What follows belongs to an exercise in optimizing a design on an open flow for small area, a short achievable clock period and few clock cycles per item; a production flow would make more cautious choices. Only simulation tests tie the RTL to the original design; equivalence was not proved. Power is estimated from default activity; no workload was simulated.

--- flow/config.mk ---
export PLATFORM = sky130hd
export DESIGN_NAME = xv_pivot
export DESIGN_NICKNAME = xv_pivot
export VERILOG_FILES = /design/flow/design.v
export SDC_FILE = /design/flow/constraint.sdc
export NUM_CORES = 4
export LEC_CHECK = 0
export CAP_MARGIN = 20
export CORE_MARGIN = 2
export CORE_UTILIZATION = 40
export SLEW_MARGIN = 20
--- flow/constraint.sdc ---
create_clock -name core_clock -period 9.0 [get_ports {clk}]
set_input_delay 1.8000 -clock core_clock [delete_from_list [all_inputs] [get_ports {clk}]]
set_output_delay 1.8000 -clock core_clock [all_outputs]
set_load 0.01 [all_outputs]
--- flow/design.v ---
module xv_pivot (
    input  wire        clk,
    input  wire        rst,
    input  wire        in_valid,
    output wire        in_ready,
    input  wire [63:0] in_p,        
    input  wire [63:0] in_th,       
    input  wire [7:0]  in_fs,       
    input  wire [7:0]  in_fd,       
    input  wire        in_sx32,     
    input  wire        in_dx32,     
    input  wire        in_rsq,      
    input  wire        in_sat,      
    output reg         out_valid,
    output reg  [63:0] out_q,       
    output reg  [3:0]  out_flags    
);
    localparam [2:0] S_IDLE = 3'd0,
                     S_PREP = 3'd1,
                     S_DIV  = 3'd2,
                     S_SQRT = 3'd3,
                     S_DONE = 3'd4;
    reg [2:0] state;
    reg signed [63:0] p_i, t_i;
    reg               p_nar, t_nar;
    reg signed [9:0]  fs, fd;
    reg               dx32, rsq, sat;
    reg        [62:0]  divisor;      
    reg        [63:0]  rem;          
    reg        [125:0] quo;          
    reg signed [9:0]   ex;           
    reg        [7:0]   kbit;         
    reg        [5:0]   sbit;         
    reg        [66:0]  srem;         
    reg        [62:0]  root;
    assign in_ready = (state == S_IDLE);
    wire [6:0] w_bits = dx32 ? 7'd31 : 7'd63;     
    wire [7:0] z_bits = rsq ? {w_bits, 1'b0} : {1'b0, w_bits};    
    wire signed [9:0] e_rcp = fd + fs;
    wire signed [9:0] e_rsq = fd + fd + fs;
    wire signed [9:0] e_sel = rsq ? e_rsq : e_rcp;
    wire signed [9:0] e_over = e_sel - $signed({2'b00, z_bits});    
    wire over = !e_over[9] && ((e_over >= 10'sd63) || ({1'b0, p_i[62:0]} <= (64'd1 << e_over[5:0])));
    wire [64:0] rem2    = {rem, (ex == $signed({2'b00, kbit}))};
    wire [64:0] rem_sub = rem2 - {2'b00, divisor};
    wire        q_one   = !rem_sub[64];
    wire [1:0]  xbits     = quo[{sbit, 1'b1} -: 2];
    wire [66:0] srem2     = {srem[64:0], xbits};
    wire [66:0] trial     = {2'b00, root, 2'b01};
    wire [66:0] srem_sub  = srem2 - trial;
    wire        r_one     = (srem2 >= trial);
    wire [63:0] rem_next  = q_one ? rem_sub[63:0] : rem2[63:0];
    wire [62:0] quo_last  = {quo[61:0], q_one};
    wire        div_nx    = (rem_next != 64'd0);
    wire [66:0] srem_next = r_one ? srem_sub : srem2;
    wire [62:0] root_last = {root[61:0], r_one};
    wire        sqrt_nx   = (rem != 64'd0) || (srem_next != 67'd0);
    wire [63:0] nar_code = dx32 ? 64'h0000_0000_8000_0000 : 64'h8000_0000_0000_0000;
    wire [63:0] max_code = dx32 ? 64'h0000_0000_7FFF_FFFF : 64'h7FFF_FFFF_FFFF_FFFF;
    always @(posedge clk) begin
        if (rst) begin
            state     <= S_IDLE;
            out_valid <= 1'b0;
            out_q     <= 64'd0;
            out_flags <= 4'd0;
        end else begin
            out_valid <= 1'b0;
            case (state)
                S_IDLE: begin
                    if (in_valid) begin
                        if (in_sx32) begin
                            p_i   <= {{32{in_p[31]}}, in_p[31:0]};
                            t_i   <= {{32{in_th[31]}}, in_th[31:0]};
                            p_nar <= (in_p[31:0] == 32'h8000_0000);
                            t_nar <= (in_th[31:0] == 32'h8000_0000);
                        end else begin
                            p_i   <= in_p;
                            t_i   <= in_th;
                            p_nar <= (in_p == 64'h8000_0000_0000_0000);
                            t_nar <= (in_th == 64'h8000_0000_0000_0000);
                        end
                        fs    <= {{2{in_fs[7]}}, in_fs};
                        fd    <= {{2{in_fd[7]}}, in_fd};
                        dx32  <= in_dx32;
                        rsq   <= in_rsq;
                        sat   <= in_sat;
                        state <= S_PREP;
                    end
                end
                S_PREP: begin
                    divisor <= p_i[62:0];
                    ex      <= e_sel;
                    quo     <= 126'd0;
                    srem    <= 67'd0;
                    root    <= 63'd0;
                    kbit    <= z_bits - 8'd1;
                    sbit    <= w_bits[5:0] - 6'd1;
                    rem     <= e_over[9] ? 64'd0 : (64'd1 << e_over[5:0]);
                    if (p_nar || t_nar) begin
                        out_q     <= nar_code;
                        out_flags <= 4'b0000;
                        state     <= S_DONE;
                    end else if (p_i <= 64'sd0 || p_i < t_i) begin
                        out_q     <= nar_code;
                        out_flags <= 4'b1000;                  
                        state     <= S_DONE;
                    end else if (e_sel[9]) begin
                        out_q     <= 64'd0;                    
                        out_flags <= 4'b0110;                  
                        state     <= S_DONE;
                    end else if (over) begin
                        out_q     <= sat ? nar_code : max_code;
                        out_flags <= 4'b0101;                  
                        state     <= S_DONE;
                    end else begin
                        state     <= S_DIV;
                    end
                end
                S_DIV: begin
                    quo <= {quo[124:0], q_one};
                    rem <= rem_next;
                    if (kbit == 8'd0) begin
                        if (rsq)
                            state <= S_SQRT;
                        else begin
                            out_q     <= {1'b0, quo_last};
                            out_flags <= {1'b0, div_nx, div_nx && (quo_last == 63'd0), 1'b0};
                            state     <= S_DONE;
                        end
                    end
                    kbit <= kbit - 8'd1;
                end
                S_SQRT: begin
                    root <= {root[61:0], r_one};
                    srem <= srem_next;
                    if (sbit == 6'd0) begin
                        out_q     <= {1'b0, root_last};
                        out_flags <= {1'b0, sqrt_nx, sqrt_nx && (root_last == 63'd0), 1'b0};
                        state     <= S_DONE;
                    end
                    sbit <= sbit - 6'd1;
                end
                S_DONE: begin
                    out_valid <= 1'b1;
                    state     <= S_IDLE;
                end
                default: state <= S_IDLE;
            endcase
        end
    end
endmodule
--- flow/run.sh ---
#!/bin/bash
# synth_recipe.tcl (not shown) runs the flow's synth.tcl, then flattens the netlist and writes it again
# the make line also repeats each setting of config.mk as NAME=value (left out here)
make -C /OpenROAD-flow-scripts/flow DESIGN_CONFIG=/design/flow/config.mk WORK_HOME=/design/flow/orfs CLKGATE_MAP_FILE= SYNTH_SCRIPT=/design/flow/synth_recipe.tcl finish
==> reports/results.ini <==
[run_status]
outcome=complete, no violations

[cts]
cts.clk_slew.worst_paths_ns=0.06
clock_latency_ns=0.65
cts_tree=done
htreeDepth=3
cts_num_sinks=626
cts_root_buf=clkbuf_16
post_cts_buffers=0
cts-buffers-inserted=72
cts_max_path_buffers=3
post_cts_resized=0
cts_hold_buf=0

[timing]
period_minus_slack_ns=7.56
clock_skew_ns=0.0317
rsz0062_at_grt=false
worst_hold_slack_ns=0.469
setup_viol=0
totalNegativeSetupSlack_ns=0
worst_slew_pin_slew_ns=1.16
slew_viol_final=0
maxSlewHeadroom_pct=22.9
period_share_pct=84.0
hold_violations=0
max_freq_mhz=132

[global_routing]
grt_usage_pct=25.0
grt_pass1_wl_um=198000
use_met1_pct=38.2
use_met2_pct=36.8
grt.overflow.total=0
antenna_found_initial=1
grt_busiest_layer=met1
grt_start_max_net_pins=170
grt_pass1_vias=31500
grt.met3_usage_pct=4.41

[die]
die_y_um=320
start_util_pct=40.4
num_rows=115
ios=221
die-area_um2=102000
core_region_area_um2=98700
die_w_um=320

[drt]
routed_wl_um=131000
drcViolationCount=0
wl_per_cell_um=23.1
drtAntennaViolNets=0
num_vias=33600
via_per_inst=5.94
drt_iter0_drc=3739
firstDrtPassIters=6

[final_layout]
final_common_cell=edfxtp_1
finalNetCount=4745
antenna_cells=0
fillers=9502
most-common-layout-cells=edfxtp_1 (554), inv_1 (387), nor2_1 (372)
syn2layout_area_growth_pct=14.7
drive_gt1_share_pct=4.78
final_cell_area_um2=45800

[setup_path]
worstPathRequired_ns=9.53
worstPathMaxFanout=44
crit_path_top_delay_cell=buf_4
slowest_delay_ns=0.49
cp_common_cell=a21o_1
critical_path_class=reg2reg
cp-start-kind=register
critPathArrivalTime_ns=8.09
critPathCaptureType=register

[logic_synthesis]
synth_top_flop_cell=edfxtp_1
synth_edf_count=554
async_reset_ff_share_pct=0
seq_area_frac_synth_pct=45.3
synth_fp_nets=4615
syn-instance-count=4184
ys_warn_count=1
ys_ff_latch=626
postSynthAreaPerCell_um2=9.54
syn-cell-area_um2=39900
synth_cell_type_count=89

[place]
post_dp_cell_area_um2=43300
hpwl_um=100000
port_buffers=220
routabilityCongestion=0.981

[pwr]
cellPowerDensity_nw_per_um2=166
p_leak_uw=0.0179
irDropWorstVdd_mv=0.159

[min_path]
hp-class=reg2reg

[flow_run]
maxCapViolCount=0

Yosys cell counts (all sizes together), types with 102 or more instances:
library cell	number	area share (%)
nand4	102	1.6
ha	277	8.7
nor4	130	2.1
o21ai	208	2.6
nand2	371	3.5
a21o	127	2.4
edfxtp	554	42
and3	147	2.3
clkbuf	170	1.6
a21oi	297	3.7
inv	387	3.6
nor2	374	3.5
registers in the layout (all words and copies together), names as in the netlist, 6 cells and up:
name     flops
divisor     63
ex          10
fd           8
fs           8
kbit         8
out_q       64
p_i         64
quo        126
rem         64
root        63
sbit         6
srem        65
t_i         64
critical path, delay by kind of cell (launching register included):
kind,cells,cell delay (ns)
flops,1,0.45
xor+xnor,2,0.64
buf+inv,2,0.92
simple gates,6,1.21
fa+ha+maj,5,1.81
compound gates,14,2.38
per-layer routing:
metal / routed length (µm) / share of wire [%]
met1: 61100 / 47
met2: 55300 / 42
met3: 11900 / 9.1
met4: 2620 / 2.0
met5: 13 / 0.0099
layout make-up:
cell class / count / area, µm² / area share (%)
Multi-Input combinational cell: 2971 / 19700 / 43.0
Sequential cell: 626 / 18100 / 39.5
Timing Repair Buffer: 255 / 2480 / 5.42
Clock buffer: 89 / 2010 / 4.39
Tap cell: 1287 / 1610 / 3.52
Inverter: 388 / 1460 / 3.18
Clock inverter: 44 / 484 / 1.06
path summary, 6_finish.rpt:
kind                     startpoint                   endpoint  slack (ns)  cells past startpoint
max                 fs[1]$_DFFE_PP_  out_flags[2]$_SDFFE_PP0P_        1.44                     29
min          out_q[63]$_SDFFE_PP0P_     out_q[63]$_SDFFE_PP0P_        0.47                      2
max reg2reg         fs[1]$_DFFE_PP_  out_flags[2]$_SDFFE_PP0P_        1.44                     29
min reg2reg  out_q[63]$_SDFFE_PP0P_     out_q[63]$_SDFFE_PP0P_        0.47                      2
through the flow:
stage	setup slack [ns]	util, %	std cells	total power [µW]
after floorplan	0.544	-	4184	4120
after global placement	1.64	43.9	5527	4570
after detailed placement	1.54	43.9	5527	4570
after CTS	1.48	46.4	5660	7640
after global routing	1.02	46.4	5660	7890
final	1.44	46.4	5660	7620
power breakdown:
part | internal (µW) | total [µW] | switching, µW
logic | 424 | 1150 | 724
registers | 3280 | 3380 | 105
clock network | 1790 | 3090 | 1300
cell families (layout without fill, tap and decap cells):
logic type,Yosys count,in the layout,synth area share (%)
DFF,626,626,45.3
AOI/OAI and AO/OA,1044,1044,16.9
muxes,114,114,3.27
buffers and inverters,587,776,5.66
xor gates and xnor gates,130,130,2.85
and+or+nand+nor,1402,1402,17.1
adders and majority gates,281,281,8.86
Testbench counts, summed over its fixed seeds: cycles 150,856, items 1,600.

[what the ideal ports hide]
In the flow no input, the clock included, has a driving cell. The finished layout below was timed again as built, in two steps. Step 1 sets driving cells, clkbuf_16 on the clock port and buf_2 on the other inputs (assumed; they add their load-dependent delay and slew). Step 2 also shifts input and output timing later by t, the mid clock arrival at the registers, as if the neighbouring blocks saw the same clock. a / b / c = ideal / step 1 / step 2; a / b = the first two.
t, ns: 0.704
setup slack, ns: 1.441 / 1.441 / 1.441
worst setup path at the end: register to register
worst slew at a driven data input, ns: 0.11
After both steps this run still meets setup and hold. The setup slack of this run moves by 0.000 ns with the drivers and by 0.000 ns with both steps.
